From an optimization exercise on the open Yosys and OpenROAD flow, aimed at small area and a short achievable clock period; shortcuts taken in it are not production practice. Function was checked by simulation only, so behaviour that the tests miss may differ from the original. The clock port is modelled as an ideal driver, which makes a skipped or thinned clock tree look cheaper than it is; a real chip needs a root buffer or a tree.

Design fehel_flit_rx, start of the top module:
module fehel_flit_rx (
    input  wire        clk,
    input  wire        rst,
    input  wire        in_valid,
    input  wire [63:0] in_data,
    output reg         res_valid,
    output reg         res_crc_ok,
    output wire        res_ctrl,
    output wire [3:0]  res_err,        
    output wire [4:0]  res_msgs,
    output wire [19:0] res_vc_slots,   
    output wire [11:0] res_fseq,
    output wire [11:0] res_fack
);
Size: ~1500 cells after synthesis, about 120 I/O pins, about 15000 um2 of cells after synthesis.
clock: 12.0 ns
lec_check: 0
cap_margin: 20
core_margin: 2
core_utilization: 55
slew_margin: 20
standard.sh (not shown) runs the stock make flow with config.mk's settings and CLKGATE_MAP_FILE= SYNTH_SCRIPT=/design/flow/synth_recipe.tcl, a recipe that flattens the netlist after the stock synthesis.
==> flow/flow/run.sh <==
#!/bin/bash
# Layout: the standard ORFS flow (standard.sh), with these changes:
#  - every port gets a plain buf_1 as its port buffer;
#  - clock tree: two short levels of clock buffers (flow/cts_manual.tcl,
#    8 leaf buffers under 2 root buffers);
#  - the timing repair after CTS and after global routing aims for a setup
#    slack margin of 8.7 ns.
#  Placement settings: none. Repair settings: TNS_END_PERCENT=30.
# Each make call's output goes to its own make_*.log; ORFS keeps each tool's
# log under orfs/logs/.
set -euo pipefail
H=$PWD
B="BUFFER_PORTS_ARGS=-buffer_cell sky130_fd_sc_hd__buf_1"
C="PRE_CTS_TCL=$H/flow/cts_manual.tcl"
bash standard.sh "$B" "$C" synth > make_synth.log 2>&1
bash standard.sh "$B" "$C"  floorplan place > make_place.log 2>&1
bash standard.sh "$B" "$C"  SETUP_SLACK_MARGIN=8.7 TNS_END_PERCENT=30 cts > make_cts.log 2>&1
bash standard.sh "$B" "$C"  SETUP_SLACK_MARGIN=8.7 TNS_END_PERCENT=30 finish > make_finish.log 2>&1
==> flow/flow/cts_manual.tcl <==
# Sourced by ORFS's cts.tcl as PRE_CTS_TCL. Replaces clock_tree_synthesis
# with a short two-level clock tree: the registers are split by location
# into NLEAF groups of equal size (halving by x, then by y, ...), each driven
# by a leaf clock buffer at the group's centre; the leaf buffers are split
# the same way into NROOT groups, each driven by a root clock buffer at its
# centre. The clock port feeds only the NROOT root buffers, and every
# register sees exactly one root and one leaf buffer.

proc mcts_split { items n } {
  set groups [list $items]
  set axis 0
  while { [llength $groups] < $n } {
    set ng {}
    foreach g $groups {
      set s [lsort -integer -index $axis $g]
      set h [expr { [llength $s] / 2 }]
      lappend ng [lrange $s 0 [expr { $h - 1 }]] [lrange $s $h end]
    }
    set groups $ng
    set axis [expr { 1 - $axis }]
  }
  return $groups
}

proc mcts_drive { block master name in_net group } {
  # group: list of {x y iterm}; returns {cx cy A-iterm}
  set sx 0; set sy 0
  foreach s $group { incr sx [lindex $s 0]; incr sy [lindex $s 1] }
  set n [llength $group]
  set cx [expr { $sx / $n }]
  set cy [expr { $sy / $n }]
  set inst [odb::dbInst_create $block $master $name]
  set net [odb::dbNet_create $block "${name}_net"]
  $net setSigType CLOCK
  [$inst findITerm X] connect $net
  foreach s $group {
    set it [lindex $s 2]
    $it disconnect
    $it connect $net
  }
  $inst setLocation [expr { $cx - [$master getWidth] / 2 }] [expr { $cy - [$master getHeight] / 2 }]
  $inst setPlacementStatus PLACED
  set a [$inst findITerm A]
  $a connect $in_net
  puts "manual_cts: $name drives $n pins at ($cx, $cy)"
  return [list $cx $cy $a]
}

proc manual_cts { } {
  set nleaf 8
  set nroot 2
  if { [info exists ::env(MCTS_NLEAF)] } { set nleaf $::env(MCTS_NLEAF) }
  if { [info exists ::env(MCTS_NROOT)] } { set nroot $::env(MCTS_NROOT) }
  set block [ord::get_db_block]
  set db [ord::get_db]
  set leafcell sky130_fd_sc_hd__clkbuf_16
  set rootcell sky130_fd_sc_hd__clkbuf_16
  if { [info exists ::env(MCTS_LEAF)] } { set leafcell $::env(MCTS_LEAF) }
  if { [info exists ::env(MCTS_ROOT)] } { set rootcell $::env(MCTS_ROOT) }
  set leafm [$db findMaster $leafcell]
  set rootm [$db findMaster $rootcell]
  set clk_net [$block findNet clk]
  set sinks {}
  foreach it [$clk_net getITerms] {
    set bb [[$it getInst] getBBox]
    lappend sinks [list [expr { ([$bb xMin] + [$bb xMax]) / 2 }] \
                        [expr { ([$bb yMin] + [$bb yMax]) / 2 }] $it]
  }
  set leaves {}
  set k 0
  foreach g [mcts_split $sinks $nleaf] {
    lappend leaves [mcts_drive $block $leafm "clkbuf_leaf_$k" $clk_net $g]
    incr k
  }
  set k 0
  foreach g [mcts_split $leaves $nroot] {
    mcts_drive $block $rootm "clkbuf_root_$k" $clk_net $g
    incr k
  }
  $clk_net setSigType CLOCK
  set_propagated_clock [all_clocks]
}

rename clock_tree_synthesis orig_clock_tree_synthesis
proc clock_tree_synthesis { args } {
  manual_cts
}
Then changed:
==> flow/flow/run.sh (replaced) <==
#!/bin/bash
# Layout: the standard ORFS flow (standard.sh), with three changes:
#  - every port gets a plain buf_1 as its port buffer;
#  - clock tree: two short levels of clock buffers (flow/cts_manual.tcl);
#  - the timing repair after CTS and after global routing aims for a setup
#    slack margin of 8.7 ns.
# Each make call's output goes to its own make_*.log; ORFS keeps each tool's
# log under orfs/logs/.
set -euo pipefail
H=$PWD
B="BUFFER_PORTS_ARGS=-buffer_cell sky130_fd_sc_hd__buf_1"
C="PRE_CTS_TCL=$H/flow/cts_manual.tcl"
bash standard.sh "$B" "$C" synth > make_synth.log 2>&1
bash standard.sh "$B" "$C" floorplan place > make_place.log 2>&1
bash standard.sh "$B" "$C" SETUP_SLACK_MARGIN=8.7 cts > make_cts.log 2>&1
bash standard.sh "$B" "$C" SETUP_SLACK_MARGIN=8.7 finish > make_finish.log 2>&1
--- a/flow/flow/cts_manual.tcl
+++ b/flow/flow/cts_manual.tcl
@@ -54,10 +54,5 @@
   set block [ord::get_db_block]
   set db [ord::get_db]
-  set leafcell sky130_fd_sc_hd__clkbuf_16
-  set rootcell sky130_fd_sc_hd__clkbuf_16
-  if { [info exists ::env(MCTS_LEAF)] } { set leafcell $::env(MCTS_LEAF) }
-  if { [info exists ::env(MCTS_ROOT)] } { set rootcell $::env(MCTS_ROOT) }
-  set leafm [$db findMaster $leafcell]
-  set rootm [$db findMaster $rootcell]
+  set master [$db findMaster sky130_fd_sc_hd__clkbuf_16]
   set clk_net [$block findNet clk]
   set sinks {}
@@ -70,10 +65,10 @@
   set k 0
   foreach g [mcts_split $sinks $nleaf] {
-    lappend leaves [mcts_drive $block $leafm "clkbuf_leaf_$k" $clk_net $g]
+    lappend leaves [mcts_drive $block $master "clkbuf_leaf_$k" $clk_net $g]
     incr k
   }
   set k 0
   foreach g [mcts_split $leaves $nroot] {
-    mcts_drive $block $rootm "clkbuf_root_$k" $clk_net $g
+    mcts_drive $block $master "clkbuf_root_$k" $clk_net $g
     incr k
   }
What happened:
- register-to-register slack gains 0.09 ns
- global-route usage increases by 0.27 points
- maximum frequency increases by a few percent
- core utilization increases by 0.51 points
- setup slack gains 0.087 ns
Then changed:
==> flow/flow/run.sh (replaced) <==
#!/bin/bash
# Layout: the standard ORFS flow (standard.sh), with these changes:
#  - every port gets a plain buf_1 as its port buffer;
#  - clock tree: two short levels of clock buffers (flow/cts_manual.tcl,
#    8 leaf buffers under 2 root buffers);
#  - the timing repair after CTS and after global routing aims for a setup
#    slack margin of 8.8 ns.
#  Placement settings: none. Repair settings: none.
# Each make call's output goes to its own make_*.log; ORFS keeps each tool's
# log under orfs/logs/.
set -euo pipefail
H=$PWD
B="BUFFER_PORTS_ARGS=-buffer_cell sky130_fd_sc_hd__buf_1"
C="PRE_CTS_TCL=$H/flow/cts_manual.tcl"
bash standard.sh "$B" "$C" synth > make_synth.log 2>&1
bash standard.sh "$B" "$C"  floorplan place > make_place.log 2>&1
bash standard.sh "$B" "$C"  SETUP_SLACK_MARGIN=8.8  cts > make_cts.log 2>&1
bash standard.sh "$B" "$C"  SETUP_SLACK_MARGIN=8.8  finish > make_finish.log 2>&1
--- a/flow/flow/cts_manual.tcl
+++ b/flow/flow/cts_manual.tcl
@@ -54,5 +54,10 @@
   set block [ord::get_db_block]
   set db [ord::get_db]
-  set master [$db findMaster sky130_fd_sc_hd__clkbuf_16]
+  set leafcell sky130_fd_sc_hd__clkbuf_16
+  set rootcell sky130_fd_sc_hd__clkbuf_16
+  if { [info exists ::env(MCTS_LEAF)] } { set leafcell $::env(MCTS_LEAF) }
+  if { [info exists ::env(MCTS_ROOT)] } { set rootcell $::env(MCTS_ROOT) }
+  set leafm [$db findMaster $leafcell]
+  set rootm [$db findMaster $rootcell]
   set clk_net [$block findNet clk]
   set sinks {}
@@ -65,10 +70,10 @@
   set k 0
   foreach g [mcts_split $sinks $nleaf] {
-    lappend leaves [mcts_drive $block $master "clkbuf_leaf_$k" $clk_net $g]
+    lappend leaves [mcts_drive $block $leafm "clkbuf_leaf_$k" $clk_net $g]
     incr k
   }
   set k 0
   foreach g [mcts_split $leaves $nroot] {
-    mcts_drive $block $master "clkbuf_root_$k" $clk_net $g
+    mcts_drive $block $rootm "clkbuf_root_$k" $clk_net $g
     incr k
   }
Result: The new run completed without violations; die area does not change; synthesized cell count is unchanged; critical path depth decreases by 7; final cell count rises by 2.0%; via count went up by 1.4%; first-iteration DRC count came out higher by about 14%; final area grows by 3.7%.
Then changed:
--- a/flow/flow/run.sh
+++ b/flow/flow/run.sh
@@ -5,5 +5,5 @@
 #    8 leaf buffers under 2 root buffers);
 #  - the timing repair after CTS and after global routing aims for a setup
-#    slack margin of 8.8 ns.
+#    slack margin of 8.7 ns.
 #  Placement settings: none. Repair settings: none.
 # Each make call's output goes to its own make_*.log; ORFS keeps each tool's
@@ -15,4 +15,4 @@
 bash standard.sh "$B" "$C" synth > make_synth.log 2>&1
 bash standard.sh "$B" "$C"  floorplan place > make_place.log 2>&1
-bash standard.sh "$B" "$C"  SETUP_SLACK_MARGIN=8.8  cts > make_cts.log 2>&1
-bash standard.sh "$B" "$C"  SETUP_SLACK_MARGIN=8.8  finish > make_finish.log 2>&1
+bash standard.sh "$B" "$C"  SETUP_SLACK_MARGIN=8.7  cts > make_cts.log 2>&1
+bash standard.sh "$B" "$C"  SETUP_SLACK_MARGIN=8.7  finish > make_finish.log 2>&1
--- a/flow/config.mk
+++ b/flow/config.mk
@@ -8,4 +8,4 @@
 export CAP_MARGIN = 20
 export CORE_MARGIN = 2
-export CORE_UTILIZATION = 55
+export CORE_UTILIZATION = 50
 export SLEW_MARGIN = 20
Effect:
- cell area goes down by about 3%
- synthesized cell count stays the same
- cell count stays flat
Then changed:
==> flow/flow/run.sh (replaced) <==
#!/bin/bash
# Layout: the standard ORFS flow (standard.sh), with these changes:
#  - every port gets a plain buf_1 as its port buffer;
#  - clock tree: two short levels of clock buffers (flow/cts_manual.tcl,
#    8 leaf buffers under 2 root buffers);
#  - the timing repair after CTS and after global routing aims for a setup
#    slack margin of 8.8 ns.
#  Placement settings: none. Repair settings: TNS_END_PERCENT=10.
# Each make call's output goes to its own make_*.log; ORFS keeps each tool's
# log under orfs/logs/.
set -euo pipefail
H=$PWD
B="BUFFER_PORTS_ARGS=-buffer_cell sky130_fd_sc_hd__buf_1"
C="PRE_CTS_TCL=$H/flow/cts_manual.tcl"
bash standard.sh "$B" "$C" synth > make_synth.log 2>&1
bash standard.sh "$B" "$C"  floorplan place > make_place.log 2>&1
bash standard.sh "$B" "$C"  SETUP_SLACK_MARGIN=8.8 TNS_END_PERCENT=10 cts > make_cts.log 2>&1
bash standard.sh "$B" "$C"  SETUP_SLACK_MARGIN=8.8 TNS_END_PERCENT=10 finish > make_finish.log 2>&1
--- a/flow/config.mk
+++ b/flow/config.mk
@@ -8,4 +8,4 @@
 export CAP_MARGIN = 20
 export CORE_MARGIN = 2
-export CORE_UTILIZATION = 50
+export CORE_UTILIZATION = 55
 export SLEW_MARGIN = 20
Setup slack got worse by 0.063 ns.
Design area is lower by 0.78%.
Register-to-register slack got worse by 0.08 ns.
Worst hold slack barely changes.
Critical path depth is higher by 7.
Routed wire length is lower by 7.0%.
Cell count is lower by 2.2%.
No run of this note takes its clock network from TritonCTS; it comes from the design's own scripts or RTL.

what the ideal ports hide:
In the flow no input, the clock included, has a driving cell. The finished layouts below were timed again as built, in two steps. Step 1 assumes that a clkbuf_16 drives the clock port and a buf_2 every other input. Step 2, shift: input delay + t, output delay - t, t = (earliest + latest rising clock arrival at the registers) / 2. This alone moves slack from input paths to output paths. Slacks: no drivers / after step 1 / after step 2; pairs: no drivers / after step 1.
run | t (ns) | setup slack, ns | slew at the worst register clock pin (ns)
the first run | 0.408 | 8.533 / 8.533 / 8.334 | 0.10 / 0.10
the second run | 0.410 | 8.619 / 8.619 / 8.399 | 0.10 / 0.10
the third run | 0.410 | 8.714 / 8.640 / 8.450 | 0.10 / 0.10
the fourth run | 0.417 | 8.681 / 8.605 / 8.485 | 0.11 / 0.11
the fifth run | 0.407 | 8.618 / 8.613 / 8.435 | 0.09 / 0.09
After both steps every run listed still meets setup and hold. The setup slack of the third run, which loses most, moves by -0.074 ns with the drivers and by -0.264 ns with both steps.
